Background: an optimization exercise with open tools, aiming at small area, a short achievable clock period and few clock cycles per item. Do not read the settings as production practice.
The RTL was checked by simulation tests, not by an equivalence proof against the original design.

--- flow/config.mk ---
export PLATFORM = sky130hd
export DESIGN_NAME = dc_rs_decoder
export DESIGN_NICKNAME = dc_rs_decoder
export VERILOG_FILES = /design/flow/design.v
export SDC_FILE = /design/flow/constraint.sdc
export NUM_CORES = 4
export LEC_CHECK = 0
export CAP_MARGIN = 20
export CORE_MARGIN = 2
export CORE_UTILIZATION = 40
export PLACE_DENSITY = 0.6
export SLEW_MARGIN = 20
--- flow/design.v ---
module rs_beat_decode (
  input  wire [159:0] sym,         
  input  wire         mark_a_vld,
  input  wire [4:0]   mark_a,
  input  wire         mark_b_vld,
  input  wire [4:0]   mark_b,
  output reg  [127:0] data,        
  output reg  [1:0]   status,      
  output reg  [19:0]  changed,     
  output reg          unmarked_vld,
  output reg  [4:0]   unmarked,    
  output wire [31:0]  synd         
);
  function [7:0] gf_mul;
    input [7:0] a;
    input [7:0] b;
    integer k;
    reg [7:0] p;
    reg [7:0] aa;
    begin
      p  = 8'h00;
      aa = a;
      for (k = 0; k < 8; k = k + 1) begin
        if (b[k]) p = p ^ aa;
        aa = aa[7] ? ({aa[6:0], 1'b0} ^ 8'h1D) : {aa[6:0], 1'b0};
      end
      gf_mul = p;
    end
  endfunction
  function [7:0] gf_alpha_pow;
    input integer n;
    integer k;
    reg [7:0] v;
    begin
      v = 8'h01;
      for (k = 0; k < n; k = k + 1)
        v = v[7] ? ({v[6:0], 1'b0} ^ 8'h1D) : {v[6:0], 1'b0};
      gf_alpha_pow = v;
    end
  endfunction
  function [7:0] gf_inv;
    input [7:0] a;
    begin
      case (a)
      8'h01: gf_inv = 8'h01;
      8'h02: gf_inv = 8'h8E;
      8'h03: gf_inv = 8'hF4;
      8'h04: gf_inv = 8'h47;
      8'h05: gf_inv = 8'hA7;
      8'h06: gf_inv = 8'h7A;
      8'h07: gf_inv = 8'hBA;
      8'h08: gf_inv = 8'hAD;
      8'h09: gf_inv = 8'h9D;
      8'h0A: gf_inv = 8'hDD;
      8'h0B: gf_inv = 8'h98;
      8'h0C: gf_inv = 8'h3D;
      8'h0D: gf_inv = 8'hAA;
      8'h0E: gf_inv = 8'h5D;
      8'h0F: gf_inv = 8'h96;
      8'h10: gf_inv = 8'hD8;
      8'h11: gf_inv = 8'h72;
      8'h12: gf_inv = 8'hC0;
      8'h13: gf_inv = 8'h58;
      8'h14: gf_inv = 8'hE0;
      8'h15: gf_inv = 8'h3E;
      8'h16: gf_inv = 8'h4C;
      8'h17: gf_inv = 8'h66;
      8'h18: gf_inv = 8'h90;
      8'h19: gf_inv = 8'hDE;
      8'h1A: gf_inv = 8'h55;
      8'h1B: gf_inv = 8'h80;
      8'h1C: gf_inv = 8'hA0;
      8'h1D: gf_inv = 8'h83;
      8'h1E: gf_inv = 8'h4B;
      8'h1F: gf_inv = 8'h2A;
      8'h20: gf_inv = 8'h6C;
      8'h21: gf_inv = 8'hED;
      8'h22: gf_inv = 8'h39;
      8'h23: gf_inv = 8'h51;
      8'h24: gf_inv = 8'h60;
      8'h25: gf_inv = 8'h56;
      8'h26: gf_inv = 8'h2C;
      8'h27: gf_inv = 8'h8A;
      8'h28: gf_inv = 8'h70;
      8'h29: gf_inv = 8'hD0;
      8'h2A: gf_inv = 8'h1F;
      8'h2B: gf_inv = 8'h4A;
      8'h2C: gf_inv = 8'h26;
      8'h2D: gf_inv = 8'h8B;
      8'h2E: gf_inv = 8'h33;
      8'h2F: gf_inv = 8'h6E;
      8'h30: gf_inv = 8'h48;
      8'h31: gf_inv = 8'h89;
      8'h32: gf_inv = 8'h6F;
      8'h33: gf_inv = 8'h2E;
      8'h34: gf_inv = 8'hA4;
      8'h35: gf_inv = 8'hC3;
      8'h36: gf_inv = 8'h40;
      8'h37: gf_inv = 8'h5E;
      8'h38: gf_inv = 8'h50;
      8'h39: gf_inv = 8'h22;
      8'h3A: gf_inv = 8'hCF;
      8'h3B: gf_inv = 8'hA9;
      8'h3C: gf_inv = 8'hAB;
      8'h3D: gf_inv = 8'h0C;
      8'h3E: gf_inv = 8'h15;
      8'h3F: gf_inv = 8'hE1;
      8'h40: gf_inv = 8'h36;
      8'h41: gf_inv = 8'h5F;
      8'h42: gf_inv = 8'hF8;
      8'h43: gf_inv = 8'hD5;
      8'h44: gf_inv = 8'h92;
      8'h45: gf_inv = 8'h4E;
      8'h46: gf_inv = 8'hA6;
      8'h47: gf_inv = 8'h04;
      8'h48: gf_inv = 8'h30;
      8'h49: gf_inv = 8'h88;
      8'h4A: gf_inv = 8'h2B;
      8'h4B: gf_inv = 8'h1E;
      8'h4C: gf_inv = 8'h16;
      8'h4D: gf_inv = 8'h67;
      8'h4E: gf_inv = 8'h45;
      8'h4F: gf_inv = 8'h93;
      8'h50: gf_inv = 8'h38;
      8'h51: gf_inv = 8'h23;
      8'h52: gf_inv = 8'h68;
      8'h53: gf_inv = 8'h8C;
      8'h54: gf_inv = 8'h81;
      8'h55: gf_inv = 8'h1A;
      8'h56: gf_inv = 8'h25;
      8'h57: gf_inv = 8'h61;
      8'h58: gf_inv = 8'h13;
      8'h59: gf_inv = 8'hC1;
      8'h5A: gf_inv = 8'hCB;
      8'h5B: gf_inv = 8'h63;
      8'h5C: gf_inv = 8'h97;
      8'h5D: gf_inv = 8'h0E;
      8'h5E: gf_inv = 8'h37;
      8'h5F: gf_inv = 8'h41;
      8'h60: gf_inv = 8'h24;
      8'h61: gf_inv = 8'h57;
      8'h62: gf_inv = 8'hCA;
      8'h63: gf_inv = 8'h5B;
      8'h64: gf_inv = 8'hB9;
      8'h65: gf_inv = 8'hC4;
      8'h66: gf_inv = 8'h17;
      8'h67: gf_inv = 8'h4D;
      8'h68: gf_inv = 8'h52;
      8'h69: gf_inv = 8'h8D;
      8'h6A: gf_inv = 8'hEF;
      8'h6B: gf_inv = 8'hB3;
      8'h6C: gf_inv = 8'h20;
      8'h6D: gf_inv = 8'hEC;
      8'h6E: gf_inv = 8'h2F;
      8'h6F: gf_inv = 8'h32;
      8'h70: gf_inv = 8'h28;
      8'h71: gf_inv = 8'hD1;
      8'h72: gf_inv = 8'h11;
      8'h73: gf_inv = 8'hD9;
      8'h74: gf_inv = 8'hE9;
      8'h75: gf_inv = 8'hFB;
      8'h76: gf_inv = 8'hDA;
      8'h77: gf_inv = 8'h79;
      8'h78: gf_inv = 8'hDB;
      8'h79: gf_inv = 8'h77;
      8'h7A: gf_inv = 8'h06;
      8'h7B: gf_inv = 8'hBB;
      8'h7C: gf_inv = 8'h84;
      8'h7D: gf_inv = 8'hCD;
      8'h7E: gf_inv = 8'hFE;
      8'h7F: gf_inv = 8'hFC;
      8'h80: gf_inv = 8'h1B;
      8'h81: gf_inv = 8'h54;
      8'h82: gf_inv = 8'hA1;
      8'h83: gf_inv = 8'h1D;
      8'h84: gf_inv = 8'h7C;
      8'h85: gf_inv = 8'hCC;
      8'h86: gf_inv = 8'hE4;
      8'h87: gf_inv = 8'hB0;
      8'h88: gf_inv = 8'h49;
      8'h89: gf_inv = 8'h31;
      8'h8A: gf_inv = 8'h27;
      8'h8B: gf_inv = 8'h2D;
      8'h8C: gf_inv = 8'h53;
      8'h8D: gf_inv = 8'h69;
      8'h8E: gf_inv = 8'h02;
      8'h8F: gf_inv = 8'hF5;
      8'h90: gf_inv = 8'h18;
      8'h91: gf_inv = 8'hDF;
      8'h92: gf_inv = 8'h44;
      8'h93: gf_inv = 8'h4F;
      8'h94: gf_inv = 8'h9B;
      8'h95: gf_inv = 8'hBC;
      8'h96: gf_inv = 8'h0F;
      8'h97: gf_inv = 8'h5C;
      8'h98: gf_inv = 8'h0B;
      8'h99: gf_inv = 8'hDC;
      8'h9A: gf_inv = 8'hBD;
      8'h9B: gf_inv = 8'h94;
      8'h9C: gf_inv = 8'hAC;
      8'h9D: gf_inv = 8'h09;
      8'h9E: gf_inv = 8'hC7;
      8'h9F: gf_inv = 8'hA2;
      8'hA0: gf_inv = 8'h1C;
      8'hA1: gf_inv = 8'h82;
      8'hA2: gf_inv = 8'h9F;
      8'hA3: gf_inv = 8'hC6;
      8'hA4: gf_inv = 8'h34;
      8'hA5: gf_inv = 8'hC2;
      8'hA6: gf_inv = 8'h46;
      8'hA7: gf_inv = 8'h05;
      8'hA8: gf_inv = 8'hCE;
      8'hA9: gf_inv = 8'h3B;
      8'hAA: gf_inv = 8'h0D;
      8'hAB: gf_inv = 8'h3C;
      8'hAC: gf_inv = 8'h9C;
      8'hAD: gf_inv = 8'h08;
      8'hAE: gf_inv = 8'hBE;
      8'hAF: gf_inv = 8'hB7;
      8'hB0: gf_inv = 8'h87;
      8'hB1: gf_inv = 8'hE5;
      8'hB2: gf_inv = 8'hEE;
      8'hB3: gf_inv = 8'h6B;
      8'hB4: gf_inv = 8'hEB;
      8'hB5: gf_inv = 8'hF2;
      8'hB6: gf_inv = 8'hBF;
      8'hB7: gf_inv = 8'hAF;
      8'hB8: gf_inv = 8'hC5;
      8'hB9: gf_inv = 8'h64;
      8'hBA: gf_inv = 8'h07;
      8'hBB: gf_inv = 8'h7B;
      8'hBC: gf_inv = 8'h95;
      8'hBD: gf_inv = 8'h9A;
      8'hBE: gf_inv = 8'hAE;
      8'hBF: gf_inv = 8'hB6;
      8'hC0: gf_inv = 8'h12;
      8'hC1: gf_inv = 8'h59;
      8'hC2: gf_inv = 8'hA5;
      8'hC3: gf_inv = 8'h35;
      8'hC4: gf_inv = 8'h65;
      8'hC5: gf_inv = 8'hB8;
      8'hC6: gf_inv = 8'hA3;
      8'hC7: gf_inv = 8'h9E;
      8'hC8: gf_inv = 8'hD2;
      8'hC9: gf_inv = 8'hF7;
      8'hCA: gf_inv = 8'h62;
      8'hCB: gf_inv = 8'h5A;
      8'hCC: gf_inv = 8'h85;
      8'hCD: gf_inv = 8'h7D;
      8'hCE: gf_inv = 8'hA8;
      8'hCF: gf_inv = 8'h3A;
      8'hD0: gf_inv = 8'h29;
      8'hD1: gf_inv = 8'h71;
      8'hD2: gf_inv = 8'hC8;
      8'hD3: gf_inv = 8'hF6;
      8'hD4: gf_inv = 8'hF9;
      8'hD5: gf_inv = 8'h43;
      8'hD6: gf_inv = 8'hD7;
      8'hD7: gf_inv = 8'hD6;
      8'hD8: gf_inv = 8'h10;
      8'hD9: gf_inv = 8'h73;
      8'hDA: gf_inv = 8'h76;
      8'hDB: gf_inv = 8'h78;
      8'hDC: gf_inv = 8'h99;
      8'hDD: gf_inv = 8'h0A;
      8'hDE: gf_inv = 8'h19;
      8'hDF: gf_inv = 8'h91;
      8'hE0: gf_inv = 8'h14;
      8'hE1: gf_inv = 8'h3F;
      8'hE2: gf_inv = 8'hE6;
      8'hE3: gf_inv = 8'hF0;
      8'hE4: gf_inv = 8'h86;
      8'hE5: gf_inv = 8'hB1;
      8'hE6: gf_inv = 8'hE2;
      8'hE7: gf_inv = 8'hF1;
      8'hE8: gf_inv = 8'hFA;
      8'hE9: gf_inv = 8'h74;
      8'hEA: gf_inv = 8'hF3;
      8'hEB: gf_inv = 8'hB4;
      8'hEC: gf_inv = 8'h6D;
      8'hED: gf_inv = 8'h21;
      8'hEE: gf_inv = 8'hB2;
      8'hEF: gf_inv = 8'h6A;
      8'hF0: gf_inv = 8'hE3;
      8'hF1: gf_inv = 8'hE7;
      8'hF2: gf_inv = 8'hB5;
      8'hF3: gf_inv = 8'hEA;
      8'hF4: gf_inv = 8'h03;
      8'hF5: gf_inv = 8'h8F;
      8'hF6: gf_inv = 8'hD3;
      8'hF7: gf_inv = 8'hC9;
      8'hF8: gf_inv = 8'h42;
      8'hF9: gf_inv = 8'hD4;
      8'hFA: gf_inv = 8'hE8;
      8'hFB: gf_inv = 8'h75;
      8'hFC: gf_inv = 8'h7F;
      8'hFD: gf_inv = 8'hFF;
      8'hFE: gf_inv = 8'h7E;
      8'hFF: gf_inv = 8'hFD;
      default: gf_inv = 8'h00;
    endcase
    end
  endfunction
  function [7:0] chip_loc;
    input [4:0] c;
    begin
      case (c)
      5'd0: chip_loc = 8'h5A;
      5'd1: chip_loc = 8'h2D;
      5'd2: chip_loc = 8'h98;
      5'd3: chip_loc = 8'h4C;
      5'd4: chip_loc = 8'h26;
      5'd5: chip_loc = 8'h13;
      5'd6: chip_loc = 8'h87;
      5'd7: chip_loc = 8'hCD;
      5'd8: chip_loc = 8'hE8;
      5'd9: chip_loc = 8'h74;
      5'd10: chip_loc = 8'h3A;
      5'd11: chip_loc = 8'h1D;
      5'd12: chip_loc = 8'h80;
      5'd13: chip_loc = 8'h40;
      5'd14: chip_loc = 8'h20;
      5'd15: chip_loc = 8'h10;
      5'd16: chip_loc = 8'h08;
      5'd17: chip_loc = 8'h04;
      5'd18: chip_loc = 8'h02;
      5'd19: chip_loc = 8'h01;
      default: chip_loc = 8'h00;
    endcase
    end
  endfunction
  function [5:0] find_chip;
    input [7:0] x;
    reg       loc_chip_ok;
    reg [4:0] loc_chip;
    begin
      case (x)
      8'h01: begin loc_chip_ok = 1'b1; loc_chip = 5'd19; end
      8'h02: begin loc_chip_ok = 1'b1; loc_chip = 5'd18; end
      8'h04: begin loc_chip_ok = 1'b1; loc_chip = 5'd17; end
      8'h08: begin loc_chip_ok = 1'b1; loc_chip = 5'd16; end
      8'h10: begin loc_chip_ok = 1'b1; loc_chip = 5'd15; end
      8'h20: begin loc_chip_ok = 1'b1; loc_chip = 5'd14; end
      8'h40: begin loc_chip_ok = 1'b1; loc_chip = 5'd13; end
      8'h80: begin loc_chip_ok = 1'b1; loc_chip = 5'd12; end
      8'h1D: begin loc_chip_ok = 1'b1; loc_chip = 5'd11; end
      8'h3A: begin loc_chip_ok = 1'b1; loc_chip = 5'd10; end
      8'h74: begin loc_chip_ok = 1'b1; loc_chip = 5'd9; end
      8'hE8: begin loc_chip_ok = 1'b1; loc_chip = 5'd8; end
      8'hCD: begin loc_chip_ok = 1'b1; loc_chip = 5'd7; end
      8'h87: begin loc_chip_ok = 1'b1; loc_chip = 5'd6; end
      8'h13: begin loc_chip_ok = 1'b1; loc_chip = 5'd5; end
      8'h26: begin loc_chip_ok = 1'b1; loc_chip = 5'd4; end
      8'h4C: begin loc_chip_ok = 1'b1; loc_chip = 5'd3; end
      8'h98: begin loc_chip_ok = 1'b1; loc_chip = 5'd2; end
      8'h2D: begin loc_chip_ok = 1'b1; loc_chip = 5'd1; end
      8'h5A: begin loc_chip_ok = 1'b1; loc_chip = 5'd0; end
      default: begin loc_chip_ok = 1'b0; loc_chip = 5'd0; end
      endcase
      find_chip = {loc_chip_ok, loc_chip};
    end
  endfunction
  reg [7:0] s [0:3];
  integer i, j;
  always @* begin
    for (j = 0; j < 4; j = j + 1) begin
      s[j] = 8'h00;
      for (i = 0; i < 20; i = i + 1)
        s[j] = s[j] ^ gf_mul(sym[8*i +: 8], gf_alpha_pow((j * (19 - i)) % 255));
    end
  end
  assign synd = {s[3], s[2], s[1], s[0]};
  wire clean = (synd == 32'd0);
  reg       n0_ok;
  reg [4:0] n0_chip;
  reg [7:0] n0_x;
  reg       n0_found;
  reg [4:0] n0_loc;
  always @* begin
    n0_x = gf_mul(s[1], gf_inv(s[0]));
    {n0_found, n0_loc} = find_chip(n0_x);
    n0_chip = n0_loc;
    n0_ok   = (s[0] != 8'h00) &&
              (gf_mul(s[1], s[1]) == gf_mul(s[0], s[2])) &&
              (gf_mul(s[2], s[2]) == gf_mul(s[1], s[3])) &&
              n0_found;
  end
  wire [4:0] m1_chip = mark_a_vld ? mark_a : mark_b;
  wire [7:0] m1_x    = chip_loc(m1_chip);
  reg  [7:0] m1_t0, m1_t1, m1_t2, m1_xp, m1_yp, m1_ym;
  reg        m1_only;    
  reg        m1_ok;      
  reg  [4:0] m1_p;
  reg        m1_found;
  reg  [4:0] m1_loc;
  always @* begin
    m1_t0 = s[1] ^ gf_mul(m1_x, s[0]);
    m1_t1 = s[2] ^ gf_mul(m1_x, s[1]);
    m1_t2 = s[3] ^ gf_mul(m1_x, s[2]);
    m1_only = (m1_t0 == 8'h00) && (m1_t1 == 8'h00) && (m1_t2 == 8'h00);
    m1_xp = gf_mul(m1_t1, gf_inv(m1_t0));
    {m1_found, m1_loc} = find_chip(m1_xp);
    m1_p  = m1_loc;
    m1_ok = (m1_t0 != 8'h00) &&
            (gf_mul(m1_t1, m1_t1) == gf_mul(m1_t0, m1_t2)) &&
            m1_found && (m1_loc != m1_chip);
    m1_yp = gf_mul(m1_t0, gf_inv(m1_xp ^ m1_x));
    m1_ym = m1_only ? s[0] : (s[0] ^ m1_yp);
  end
  wire [7:0] m2_xa = chip_loc(mark_a);
  wire [7:0] m2_xb = chip_loc(mark_b);
  reg  [7:0] m2_sum, m2_prod, m2_t0, m2_t1, m2_xp, m2_yp;
  reg  [7:0] m2_r0, m2_r1, m2_ya, m2_yb;
  reg        m2_only;
  reg        m2_ok;
  reg  [4:0] m2_p;
  reg        m2_found;
  reg  [4:0] m2_loc;
  always @* begin
    m2_sum  = m2_xa ^ m2_xb;
    m2_prod = gf_mul(m2_xa, m2_xb);
    m2_t0 = s[2] ^ gf_mul(m2_sum, s[1]) ^ gf_mul(m2_prod, s[0]);
    m2_t1 = s[3] ^ gf_mul(m2_sum, s[2]) ^ gf_mul(m2_prod, s[1]);
    m2_only = (m2_t0 == 8'h00) && (m2_t1 == 8'h00);
    m2_xp = gf_mul(m2_t1, gf_inv(m2_t0));
    {m2_found, m2_loc} = find_chip(m2_xp);
    m2_p  = m2_loc;
    m2_ok = (m2_t0 != 8'h00) && m2_found &&
            (m2_loc != mark_a) && (m2_loc != mark_b);
    m2_yp = m2_only ? 8'h00 :
            gf_mul(m2_t0, gf_inv(gf_mul(m2_xp ^ m2_xa, m2_xp ^ m2_xb)));
    m2_r0 = s[0] ^ m2_yp;
    m2_r1 = s[1] ^ gf_mul(m2_yp, m2_xp);
    m2_ya = gf_mul(m2_r1 ^ gf_mul(m2_xb, m2_r0), gf_inv(m2_sum));
    m2_yb = m2_r0 ^ m2_ya;
  end
  reg [4:0] c0_chip, c1_chip, c2_chip;
  reg [7:0] c0_mag,  c1_mag,  c2_mag;
  always @* begin
    status       = 2'd3;
    unmarked_vld = 1'b0;
    unmarked     = 5'd0;
    c0_chip = 5'd0;  c0_mag = 8'h00;
    c1_chip = 5'd0;  c1_mag = 8'h00;
    c2_chip = 5'd0;  c2_mag = 8'h00;
    if (clean) begin
      status = 2'd0;
    end else if (!mark_a_vld && !mark_b_vld) begin
      if (n0_ok) begin
        status       = 2'd1;
        c0_chip      = n0_chip;
        c0_mag       = s[0];
        unmarked_vld = 1'b1;
        unmarked     = n0_chip;
      end
    end else if (mark_a_vld != mark_b_vld) begin
      if (m1_only || m1_ok) begin
        status  = 2'd1;
        c0_chip = m1_chip;
        c0_mag  = m1_ym;
        if (!m1_only) begin
          c1_chip      = m1_p;
          c1_mag       = m1_yp;
          unmarked_vld = 1'b1;
          unmarked     = m1_p;
        end
      end
    end else begin
      if (m2_only || m2_ok) begin
        status  = 2'd1;
        c0_chip = mark_a;
        c0_mag  = m2_ya;
        c1_chip = mark_b;
        c1_mag  = m2_yb;
        if (!m2_only) begin
          c2_chip      = m2_p;
          c2_mag       = m2_yp;
          unmarked_vld = 1'b1;
          unmarked     = m2_p;
        end
      end
    end
  end
  reg [7:0] err;
  integer c;
  always @* begin
    changed = 20'd0;
    data    = 128'd0;
    for (c = 0; c < 20; c = c + 1) begin
      err = 8'h00;
      if (c0_chip == c) err = err ^ c0_mag;
      if (c1_chip == c) err = err ^ c1_mag;
      if (c2_chip == c) err = err ^ c2_mag;
      changed[c] = (err != 8'h00);
      if (c < 16) data[8*c +: 8] = sym[8*c +: 8] ^ err;
    end
  end
endmodule
module dc_rs_decoder (
  input  wire         clk,
  input  wire         rst,           
  input  wire         in_valid,
  output wire         in_ready,
  input  wire [159:0] in_sym,        
  input  wire         in_mark_a_vld,
  input  wire [4:0]   in_mark_a,
  input  wire         in_mark_b_vld,
  input  wire [4:0]   in_mark_b,
  output reg          out_valid,
  input  wire         out_ready,
  output reg  [127:0] out_data,      
  output reg  [1:0]   out_status,    
  output reg  [19:0]  out_changed,
  output reg          out_unmarked_vld,
  output reg  [4:0]   out_unmarked,
  output reg  [31:0]  out_synd
);
  wire advance = !out_valid || out_ready;
  assign in_ready = advance;
  reg         s1_valid;
  reg [159:0] s1_sym;
  reg         s1_mark_a_vld, s1_mark_b_vld;
  reg [4:0]   s1_mark_a, s1_mark_b;
  always @(posedge clk) begin
    if (rst) begin
      s1_valid <= 1'b0;
    end else if (advance) begin
      s1_valid <= in_valid;
    end
  end
  always @(posedge clk) begin
    if (advance && in_valid) begin
      s1_sym        <= in_sym;
      s1_mark_a_vld <= in_mark_a_vld;
      s1_mark_a     <= in_mark_a;
      s1_mark_b_vld <= in_mark_b_vld;
      s1_mark_b     <= in_mark_b;
    end
  end
  wire [127:0] dec_data;
  wire [1:0]   dec_status;
  wire [19:0]  dec_changed;
  wire         dec_unmarked_vld;
  wire [4:0]   dec_unmarked;
  wire [31:0]  dec_synd;
  rs_beat_decode u_dec (
    .sym          (s1_sym),
    .mark_a_vld   (s1_mark_a_vld),
    .mark_a       (s1_mark_a),
    .mark_b_vld   (s1_mark_b_vld),
    .mark_b       (s1_mark_b),
    .data         (dec_data),
    .status       (dec_status),
    .changed      (dec_changed),
    .unmarked_vld (dec_unmarked_vld),
    .unmarked     (dec_unmarked),
    .synd         (dec_synd)
  );
  always @(posedge clk) begin
    if (rst) begin
      out_valid <= 1'b0;
    end else if (advance) begin
      out_valid <= s1_valid;
    end
  end
  always @(posedge clk) begin
    if (advance && s1_valid) begin
      out_data         <= dec_data;
      out_status       <= dec_status;
      out_changed      <= dec_changed;
      out_unmarked_vld <= dec_unmarked_vld;
      out_unmarked     <= dec_unmarked;
      out_synd         <= dec_synd;
    end
  end
endmodule
--- flow/constraint.sdc ---
create_clock -name core_clock -period 22.0 [get_ports {clk}]
set_input_delay 4.4000 -clock core_clock [delete_from_list [all_inputs] [get_ports {clk}]]
set_output_delay 4.4000 -clock core_clock [all_outputs]
set_load 0.01 [all_outputs]
--- flow/run.sh ---
#!/bin/bash
# synth_recipe.tcl (not shown) runs the flow's synth.tcl, then flattens the netlist and writes it again
# the make line also repeats each setting of config.mk as NAME=value (left out here)
make -C /OpenROAD-flow-scripts/flow DESIGN_CONFIG=/design/flow/config.mk WORK_HOME=/design/flow/orfs CLKGATE_MAP_FILE= SYNTH_SCRIPT=/design/flow/synth_recipe.tcl finish
==> run summary <==
==> stage by stage <==
step                worst slack, ns  util, %
global placement               2.04     45.0
CTS                            1.91     45.9
global route                  0.905     45.9
finish                         1.49     45.9
detailed placement             2.02     45.0
floorplan                      5.60        -
==> worst reg2reg max path: cells and delay by family, from the launching register on <==
kind	cells	cell delay, ns
AO/OA/AOI/OAI	10	3.07
XOR/XNOR	27	11.34
AND/OR/NAND/NOR	11	2.60
flip-flops	1	1.08
buffers and inverters	8	2.12
==> final timing paths <==
path         slack, ns                endpoint
max               1.49   out_data[6]$_DFFE_PP_
min               0.48  out_valid$_SDFFE_PP0N_
max reg2reg       1.49   out_data[6]$_DFFE_PP_
min reg2reg       0.48  out_valid$_SDFFE_PP0N_
==> state kept, by name, indices dropped and copies added, names as in the netlist <==
register / flops
s1_valid: 1
out_unmarked: 5
s1_mark_a: 5
s1_mark_b_vld: 1
u_dec.m2_xb: 8
s1_mark_a_vld: 1
out_status: 2
out_changed: 20
u_dec.m2_xa: 8
out_synd: 32
s1_sym: 160
s1_mark_b: 5
out_unmarked_vld: 1
out_data: 128
out_valid: 1
==> final cells by class <==
cell class,count,share of cell area (%)
flip-flops and latches,378,12.2
repair buffers,1060,10.0
well taps,2656,3.62
diodes,3,0.00818
multi-input cells,9094,71.5
inverters,185,0.762
clock buffers,53,1.33
clock inverters,35,0.528
==> routing by layer <==
metal,vias to the layer above,global-route usage [%],part of all wire (%)
met4,2,18.8,5.9
met3,1349,9.78,13
met2,6768,59.7,42
li1,37168,-,-
met5,-,0,0.0016
met1,42133,55.4,40
==> logic make-up (layout without fill, tap and decap cells) <==
kind of cell | count (synthesis) | after routing
other | 0 | 3
xor gates and xnor gates | 2890 | 2890
and+or+nand+nor | 3516 | 3516
AOI/OAI and AO/OA | 2413 | 2413
DFF | 378 | 378
adders and majority gates | 101 | 101
buffers and inverters | 1085 | 1333
muxes | 174 | 174
==> cell usage in the layout (no fill, tap or decap), types with 47 or more instances in the layout <==
cell type           n
xnor3_1           257
a21oi_1           581
o311ai_0           47
nor2_1           1493
o31ai_1            57
clkbuf_16          48
clkdlybuf4s50_1   365
nand2_1          1057
a31oi_1            97
inv_1             144
nand4_1            53
xnor2_1          1941
a311oi_1           76
a221oi_1           50
xnor2_2            79
mux2i_1           128
o221ai_1           50
nand2b_1           66
o22ai_1           115
o21ai_0           580
nand3_1           280
and2_1             65
edfxtp_1          360
a211oi_1          127
nor3_1            221
nor2b_1            55
o211ai_1          146
buf_4             670
ha_1              101
xor2_1            491
==> impl_results.md <==
- Layout cells sized above 1: 10.4%
- DRT Wirelength: around 430000 µm
- Worst Setup SP: s1_sym[68]$_DFFE_PP_
- Root buffer cell: clkbuf_16
- Synth Instances: about 11000
- Worst Path Buf+Inv: 8
- Cell repeated most along the worst path: xnor2_1
- Chip Width: around 450 µm
- Antenna viol nets, final: 0
- Vias per Instance: about 6.5
- CP arrival: about 21 ns
- Worst-Skew Late Latency: 0.71 ns
- Critical path startpoint category: flop
- CTS max path bufs: 3
- Router iterations before antenna repair: 9
- CTS H-tree depth: 2
- Commonest cells post-synth: xnor2_1 (1981), nor2_1 (1494), nand2_1 (1057)
- Largest net degree at the start of global routing: 84
- CORE AREA: between 150000 and 200000 µm²
- Synth Area in Simple Gates: about a fifth
- RSZ-0062 raised after global routing: no
- Pins Over Slew Limit: 0
- Setup TNS: 0 ns
- Initial Util: 40.2%
- Crit-path max cell delay: about 1.1 ns
- Worst Reg2Reg Path Length in Cells: 56
- Tmin final: roughly 21 ns
- Worst-Margin Slew: 1.34 ns
- Post-synth net total: around 11000
- First-pass GRT wire length: roughly 610000 µm
- Post-synthesis mux area share: around 2.5%
- Post-Synth XOR/XNOR Area: between 30 and 40%
- Post-synth top area share: 21.6%
- Total GRT Usage: between 40% and 50%
- Reg area: ~11000 µm²
- Initial DRC count: about 15000
- Die H: approximately 450 µm
- Setup CP Type: reg -> reg
- Synth Cell Area: approximately 80000 µm²
- Filler cell count: slightly below 20000
- Dominant synthesized flop cell: edfxtp_1
- CTS tree: yes
- WP depth: 56
- Dpl cell area: ~90000 µm²
- Crit path max-delay family: XOR/XNOR gates
- Placed Cells: 13371
- Ys Warns: 3
- Synth area leader: xnor2_1
- Hold WS: approximately 0.48 ns
- Most common cell in the netlist: xnor2_1
- CP max FO: 30
- Synth Area in Compound Gates: 19.7%
- Tightest Hold Check Type: reg -> reg
- Top cells by area, synth: xnor2_1 (22%), edfxtp_1 (13%), xnor3_1 (7.6%)
- CTS sink count: 378
- Status: complete, no violations
- Num rows: around 160
- Worst-path clk slew: ~0.060 ns
- Area of the multi-input gates: approximately 66000 µm²
- Max Clock Freq: just under 50 MHz
- Async S/R FF share, synth: 0%
- Adder-Cell Fraction of Synth Area: under 10%
- Post-synthesis cell type count: approximately 130
- Global route overflow: 0
- Port bufs: 365
- Syn Area/Cell: between 7 and 8 µm²
- Ports: ~370
- DRC Markers: 0
- Largest family of logic cells by synthesized area: XOR/XNOR gates
- Vias in the first global route: 80581
- Die area: 205000 µm²
- Worst slew margin: between 10% and 20%
- Seq/Total Area, Yosys: ~14%
- Yosys reg bits: 378
- Crit end category: flop
- Final setup vio count: 0
- Hold-fix buffers, CTS: 0
- Worst path slowest cell: edfxtp_1
- R2r startpoint: s1_sym[68]$_DFFE_PP_
- Finished Layout Cells: ~13000
- Synth-to-layout area growth: 14.1%
- Worst path required time: 22.37 ns
- # Post-CTS Setup Buffers: 0
- Maxcap violations: 0
- Clock Skews: around 0.066 ns
- Post-CTS sizing: 0
- Detailed-route via count: 87420
- Hold Path Depth: 2
- Hold Violations, Final: 0
- Hold path startpoint: s1_valid$_SDFFE_PP0N_
- WL/cell: between 30 and 40 µm
- Final instance area: around 90000 µm²
- Fin crit share: between 90 and 100%
- Final GP Congestion: 1.05
- Fin nets: between 10000 and 15000
- Num CTS Buffers: 47
- Post-detail-place hpwl: about 330000 µm
- Initial antenna violation count: 6
- Post-synth EDFFs: 360
Testbench counts, summed over its fixed seeds: cycles 16,016, items 16,000.

-- port drivers added, routing unchanged --
The flow's constraints put no driver on any port. The routed layout listed below was extracted and timed again, unchanged, in two steps.
Step 1, drivers: a clkbuf_16 drives clk and a buf_2 each remaining input, both assumed.
Step 2, shift: input delay + t, output delay - t, t = (earliest + latest rising clock arrival at the registers) / 2. This alone moves slack from input paths to output paths.
Three values: ideal ports, drivers, drivers and shift; two values: the first two.
t, ns: 0.776
setup WS [ns]: 1.492 / 1.492 / 1.492
worst hold slack (ns): 0.475 / 0.475 / 0.475
worst setup path at the end: register to register
cell pins on the clock port's net: 1
After both steps setup and hold are still met in this run. The setup slack of this run moves by 0.000 ns with the drivers and by 0.000 ns with both steps.
